This design comes from an exercise in tuning for small area on the open sky130 flow, not from production work. Function was checked by simulation only, so behaviour that the tests miss may differ from the original. Power is estimated from default activity; no workload was simulated.

## before
==> flow/design.v <==
module hb_stage #(
    parameter integer W = 32,
    parameter integer L = 5,
    parameter integer P = 0
) (
    input  wire         clk,
    input  wire         wr,
    input  wire         wr2,
    input  wire [W-1:0] din,
    output wire [W-1:0] head
);
    reg [W*L-1:0] r;
    assign head = r[W*L-1 -: W];
    generate
        if (L == 1) begin : g1
            always @(posedge clk) r <= wr ? din : head;
        end else if (P == 0) begin : gn
            always @(posedge clk) r <= {r[W*(L-1)-1:0], wr ? din : head};
        end else begin : gp
            always @(posedge clk)
                r <= {r[W*(L-1)-1:W*P], wr2 ? din : r[W*P-1 -: W],
                      r[W*(P-1)-1:0], wr ? din : head};
        end
    endgenerate
endmodule
module hb_decim (
    input  wire        clk,
    input  wire        rst,
    input  wire        in_valid,
    input  wire [31:0] in_data,
    output wire        t2_valid,
    output wire [31:0] t2_data,
    output wire        t3_valid,
    output wire [31:0] t3_data,
    output wire        t4_valid,
    output wire [31:0] t4_data,
    output wire        t5_valid,
    output wire [31:0] t5_data
);
    function integer m_of(input integer s);
        m_of = (s == 0) ? 5 : (s == 1) ? 7 : (s == 2) ? 11 : 19;
    endfunction
    function integer k_of(input integer s);
        k_of = (s == 0) ? 2 : (s == 1) ? 4 : (s == 2) ? 6 : 9;
    endfunction
    function signed [22:0] coef(input [1:0] s, input [3:0] k);
        begin
            coef = 23'sd0;
            case (s)
                2'd0: case (k)
                    4'd0: coef =  23'sd2338087;
                    4'd1: coef = -23'sd241832;
                    4'd2: coef =  23'sd2887;
                    default: coef = 23'sd0;
                   endcase
                2'd1: case (k)
                    4'd0: coef =  23'sd2447711;
                    4'd1: coef = -23'sd393584;
                    4'd2: coef =  23'sd43147;
                    4'd3: coef = -23'sd349;
                    default: coef = 23'sd0;
                   endcase
                2'd2: case (k)
                    4'd0: coef =  23'sd2554595;
                    4'd1: coef = -23'sd593787;
                    4'd2: coef =  23'sd166659;
                    4'd3: coef = -23'sd33685;
                    4'd4: coef =  23'sd3382;
                    4'd5: coef = -23'sd28;
                    default: coef = 23'sd0;
                   endcase
                default: case (k)
                    4'd0: coef =  23'sd2639330;
                    4'd1: coef = -23'sd801240;
                    4'd2: coef =  23'sd397538;
                    4'd3: coef = -23'sd211800;
                    4'd4: coef =  23'sd109571;
                    4'd5: coef = -23'sd52170;
                    4'd6: coef =  23'sd21749;
                    4'd7: coef = -23'sd7383;
                    4'd8: coef =  23'sd1745;
                    4'd9: coef = -23'sd141;
                    default: coef = 23'sd0;
                   endcase
            endcase
        end
    endfunction
    function [31:0] sat(input [32:0] v);
        sat = (v[32] != v[31]) ? {v[32], {31{~v[32]}}} : v[31:0];
    endfunction
    reg  [31:0] x;           
    reg  [55:0] acc;
    reg  [55:0] p4;          
    reg         busy;        
    reg         pre;         
    reg   [1:0] stg;         
    reg         xp;          
    reg         hi;          
    reg         first;       
    reg   [4:0] kk;          
    reg         wdone;       
    reg   [3:0] tv;          
    reg   [3:0] pend;        
    reg   [3:0] epend;       
    reg   [3:0] prereq;      
    wire [31:0] e_head [0:3];
    wire [31:0] o_head [0:3];
    wire  [3:0] e_wr, o_wr;
    wire  [4:0] ea_v [0:3];
    wire  [5:0] cnt_v [0:3];
    wire  [3:0] o_old;
    wire  [3:0] in_s;        
    wire  [3:0] in_even;     
    wire [4:0] m_s   = m_of(stg);
    wire       rlast = (kk == m_s - 1);
    wire       x_wait   = busy && xp && !hi && (stg == 2'd0) && epend[0] &&
                          (ea_v[0] != 5'd4) && (ea_v[0] != 5'd0);
    wire       pass_end = busy && !pre && xp && hi && (stg != 2'd3);
    wire       fin4_end = busy && !pre && xp && hi && (stg == 2'd3);
    wire       pre_end  = busy && pre && !xp && rlast && hi;
    genvar s;
    generate
        for (s = 0; s < 4; s = s + 1) begin : g_st
            localparam integer M  = (s == 0) ? 5 : (s == 1) ? 7 : (s == 2) ? 11 : 19;
            localparam integer K  = (s == 0) ? 2 : (s == 1) ? 4 : (s == 2) ? 6 : 9;
            localparam integer CW = (s == 0) ? 4 : (s == 3) ? 6 : 5;
            localparam integer EW = (s < 2) ? 3 : (s == 2) ? 4 : 5;
            localparam integer OW = (s < 2) ? 2 : 4;
            reg [CW-1:0] cnt;    
            reg [EW-1:0] ea;     
            reg [OW-1:0] oa;     
            wire [CW-1:0] cnt_n = (cnt == 2*M + 2) ? 2*M + 1 : cnt + 1'b1;
            assign in_s[s]    = (s == 0) ? in_valid :
                                (pass_end && stg == s - 1);
            assign in_even[s] = in_s[s] && !cnt_n[0];
            assign cnt_v[s]   = cnt;
            assign ea_v[s]    = ea;
            if (s == 1 || s == 2) begin : g_pass
                assign e_wr[s] = busy && (stg == s) && hi && !xp && (ea == M - 1) && !wdone;
                assign o_wr[s] = pend[s] && (oa == K - 1);
            end else begin : g_fin
                assign e_wr[s] = epend[s] && (ea == M - 1);
                assign o_wr[s] = pend[s] && (oa == K - 1) && !prereq[s] &&
                                 !(busy && pre && stg == s);
            end
            assign o_old[s] = (oa == K - 1);
            always @(posedge clk) begin
                if (rst) begin
                    cnt <= 0;
                    ea  <= M - 1;
                    oa  <= K - 1;
                end else begin
                    if (in_s[s]) cnt <= cnt_n;
                    if (!e_wr[s]) ea <= (ea == 0) ? M - 1 : ea - 1'b1;
                    if (!o_wr[s]) oa <= (oa == 0) ? K - 1 : oa - 1'b1;
                end
            end
            hb_stage #(.W(32), .L(M)) u_e (.clk(clk), .wr(e_wr[s]), .din(x), .head(e_head[s]));
            hb_stage #(.W(32), .L(K)) u_o (.clk(clk), .wr(o_wr[s]), .din(x), .head(o_head[s]));
        end
    endgenerate
    wire  [4:0] ea_s  = ea_v[stg];
    wire  [5:0] cnt_s = cnt_v[stg] + (!pre ? 6'd0 : (stg == 2'd0) ? 6'd1 : 6'd2);
    wire  [4:0] pa    = wdone ? ea_s : ea_s + 1'b1;  
    wire        e_ok  = (cnt_s >= 2 * pa + 1);
    wire        c_ok  = (cnt_s >= m_s + 1);
    wire signed [31:0] opnd = (!busy || x_wait) ? 32'sd0 : xp ? x : e_ok ? e_head[stg] : 32'sd0;
    wire  [4:0] t     = xp ? m_s : (m_s > 2 * pa ? m_s - 2 * pa : 2 * pa - m_s);
    wire signed [22:0] c  = coef(stg, t[4:1]);
    wire signed [11:0] ch = hi ? c[22:11] : {1'b0, c[10:0]};
    wire signed [43:0] prod = opnd * ch;
    wire [55:0] term  = hi ? {{1{prod[43]}}, prod, 11'd0} : {{12{prod[43]}}, prod};
    wire        ctr   = busy && !xp && !hi && (kk < k_of(stg)) && o_old[stg] && c_ok;
    wire [55:0] cterm = ctr ? {{2{o_head[stg][31]}}, o_head[stg], 22'd0} : 56'd0;
    wire [55:0] acc_in   = !first ? acc : xp ? (stg == 2'd3 ? p4 : acc) : 56'd4194304;
    wire [55:0] acc_next = acc_in + term + cterm;
    always @(posedge clk) begin
        acc <= acc_next;
        if (pre_end && stg == 2'd3)
            p4 <= acc_next;
        if (rst) begin
            busy   <= 1'b0;
            pre    <= 1'b0;
            stg    <= 2'd0;
            xp     <= 1'b0;
            hi     <= 1'b0;
            first  <= 1'b0;
            kk     <= 5'd0;
            wdone  <= 1'b0;
            tv     <= 4'd0;
            pend   <= 4'd0;
            epend  <= 4'd0;
            prereq <= 4'b1000;
        end else begin
            tv    <= 4'd0;
            first <= 1'b0;
            pend  <= (pend & ~o_wr) | (in_s & ~in_even);
            wdone <= wdone | e_wr[1] | e_wr[2];
            epend <= (epend & ~e_wr) | (in_even & 4'b1001);
            if (in_s[0] && !in_even[0]) prereq[0] <= 1'b1;
            if (in_even[3]) prereq[3] <= 1'b1;
            if (in_s[0])
                x <= in_data;
            if (busy) begin
                if (xp) begin
                    if (!x_wait) hi <= 1'b1;
                end else if (rlast) begin
                    kk <= 5'd0;
                    hi <= 1'b1;
                    if (hi) begin
                        xp <= 1'b1;
                        hi <= 1'b0;
                    end
                end else begin
                    kk <= kk + 1'b1;
                end
                if (pass_end) begin
                    x <= sat(acc_next[55:23]);
                    tv[stg] <= 1'b1;
                    busy <= 1'b0;
                end
                if (fin4_end) begin
                    tv[3] <= 1'b1;
                    busy <= 1'b0;
                end
                if (pre_end)
                    busy <= 1'b0;
            end
            if (|in_even) begin
                busy  <= 1'b1;
                pre   <= 1'b0;
                first <= 1'b1;
                kk    <= 5'd0;
                hi    <= 1'b0;
                wdone <= 1'b0;
                xp    <= in_even[0] | in_even[3];
                stg   <= in_even[0] ? 2'd0 : in_even[1] ? 2'd1 : in_even[2] ? 2'd2 : 2'd3;
            end else if (!busy && prereq[0]) begin
                busy      <= 1'b1;
                pre       <= 1'b1;
                first     <= 1'b1;
                kk        <= 5'd0;
                hi        <= 1'b0;
                xp        <= 1'b0;
                wdone     <= 1'b0;
                stg       <= 2'd0;
                prereq[0] <= 1'b0;
            end else if (!busy && prereq[3] && !epend[3] && !cnt_v[0][0]) begin
                busy      <= 1'b1;
                pre       <= 1'b1;
                first     <= 1'b1;
                kk        <= 5'd0;
                hi        <= 1'b0;
                xp        <= 1'b0;
                wdone     <= 1'b0;
                stg       <= 2'd3;
                prereq[3] <= 1'b0;
            end
        end
    end
    assign t2_valid = tv[0];
    assign t3_valid = tv[1];
    assign t4_valid = tv[2];
    assign t5_valid = tv[3];
    assign t2_data = x;
    assign t3_data = x;
    assign t4_data = x;
    assign t5_data = sat(acc[55:23]);
endmodule
export LEC_CHECK = 0
export CAP_MARGIN = 20
export CORE_MARGIN = 2
export CORE_UTILIZATION = 40
export CTS_CLUSTER_DIAMETER = 80
export CTS_CLUSTER_SIZE = 30
export PLACE_DENSITY = 0.6
export SLEW_MARGIN = 20
create_clock -name core_clock -period 25.0 [get_ports {clk}]
standard.sh (not shown) runs the stock make flow with config.mk's settings and CLKGATE_MAP_FILE= SYNTH_SCRIPT=/design/flow/synth_recipe.tcl, a recipe that flattens the netlist after the stock synthesis.
==> flow/flow/run.sh <==
#!/bin/bash
# Own flow: the standard layout (standard.sh: unchanged synthesis, floorplan,
# placement, clock tree, routing), with these changes:
#  - after the floorplan, OpenROAD's restructure re-maps the combinational logic
#    for area, in two passes (restructure.tcl), on a liberty file without the don't-use cells
#    (libfilter.py, dont_use.txt);
#  - port buffers use the smallest buffer cell (buffer_ports -buffer_cell);
#  - clock tree synthesis clusters up to 30 sinks within 80 um and inserts no
#    dummy loads.
# Each tool's full output goes to its own log in the work folder; ORFS's
# per-step logs stay under orfs/logs/.
set -euo pipefail
export BUFFER_PORTS_ARGS="-buffer_cell sky130_fd_sc_hd__buf_1"
export CTS_ARGS="-sink_clustering_enable -repair_clock_nets -sink_clustering_size 30 -sink_clustering_max_diameter 80 -dont_use_dummy_load"
bash standard.sh floorplan > standard_floorplan.log 2>&1
python3 flow/libfilter.py "$FLOW_HOME/platforms/sky130hd/lib/sky130_fd_sc_hd__tt_025C_1v80.lib" \
    lib_nodontuse.lib $(cat flow/dont_use.txt) > libfilter.log 2>&1
mkdir -p restructure_work
openroad -no_init -exit flow/restructure.tcl > restructure.log 2>&1
bash standard.sh finish > standard_finish.log 2>&1
==> flow/flow/restructure.tcl <==
# Area recovery on the floorplanned netlist: OpenROAD's restructure (ABC, area
# script) re-maps the combinational logic between the registers and ports. The
# registers and ports stay as the standard synthesis made them. The liberty
# file given to ABC is the platform's without its don't-use cells.
set base orfs/results/sky130hd/hb_decim/base
read_liberty $::env(FLOW_HOME)/platforms/sky130hd/lib/sky130_fd_sc_hd__tt_025C_1v80.lib
read_db $base/2_floorplan.odb
read_sdc $base/2_floorplan.sdc
source $::env(FLOW_HOME)/platforms/sky130hd/setRC.tcl
report_design_area
# two passes: the second finds a little more
foreach pass {1 2} {
    restructure -target area -liberty_file lib_nodontuse.lib \
        -tielo_port sky130_fd_sc_hd__conb_1/LO -tiehi_port sky130_fd_sc_hd__conb_1/HI \
        -work_dir restructure_work
    report_design_area
    report_worst_slack
}
write_db $base/2_floorplan.odb
Other scripts of this flow, unchanged in this note and not shown: flow/flow/dont_use.txt, flow/flow/libfilter.py
The flow did not stop early for before: all stages ran, and the layout cleared the timing, DRC and antenna checks.
The inputs of after differ from those of before as listed below.
Settings: GPL_TIMING_DRIVEN newly set to 0.
diff --git a/flow/flow/run.sh b/flow/flow/run.sh
--- a/flow/flow/run.sh
+++ b/flow/flow/run.sh
@@ -3,5 +3,5 @@
 # placement, clock tree, routing), with these changes:
 #  - after the floorplan, OpenROAD's restructure re-maps the combinational logic
-#    for area, in two passes (restructure.tcl), on a liberty file without the don't-use cells
+#    for area (restructure.tcl), on a liberty file without the don't-use cells
 #    (libfilter.py, dont_use.txt);
 #  - port buffers use the smallest buffer cell (buffer_ports -buffer_cell);
diff --git a/flow/flow/restructure.tcl b/flow/flow/restructure.tcl
--- a/flow/flow/restructure.tcl
+++ b/flow/flow/restructure.tcl
@@ -9,11 +9,8 @@
 source $::env(FLOW_HOME)/platforms/sky130hd/setRC.tcl
 report_design_area
-# two passes: the second finds a little more
-foreach pass {1 2} {
-    restructure -target area -liberty_file lib_nodontuse.lib \
-        -tielo_port sky130_fd_sc_hd__conb_1/LO -tiehi_port sky130_fd_sc_hd__conb_1/HI \
-        -work_dir restructure_work
-    report_design_area
-    report_worst_slack
-}
+restructure -target area -liberty_file lib_nodontuse.lib \
+    -tielo_port sky130_fd_sc_hd__conb_1/LO -tiehi_port sky130_fd_sc_hd__conb_1/HI \
+    -work_dir restructure_work
+report_design_area
+report_worst_slack
 write_db $base/2_floorplan.odb
Findings:
- Looking at cell count after placement, after sits about 1.5% higher than before does.
- Length of routed met3 wiring was higher in before than in after.
- after: clock-buffer cell count lower than before
- Share of power burned in combinational logic ended up 2.2 points lower on after than on before.
- Compared with before, after instantiates a larger number of standard cells.
- Comparing after and before, the lower sequential power share is on before.

==> what the ideal ports hide <==
The results above use ideal ports. As a check the final layouts listed here were re-extracted and re-timed, cells and wires unchanged. Step 1 sets driving cells, clkbuf_16 on the clock port and buf_2 on the other inputs (assumed; they add their load-dependent delay and slew). Step 2 adds t to the input delays and takes it off the output delays; t is the mean of the earliest and latest rising clock arrival at the registers after step 1. Input paths then give back, and output paths get back, about the clock's delay inside the block. a / b / c = ideal ports / drivers / drivers and shift; a / b = the first two.
run	shift t [ns]	slack for setup (ns)	worst hold slack (ns)
before	0.827	4.473 / 4.473 / 4.473	0.249 / 0.249 / 0.249
after	0.787	1.940 / 1.940 / 1.940	0.280 / 0.280 / 0.280
After both steps setup and hold are still met in every run listed.
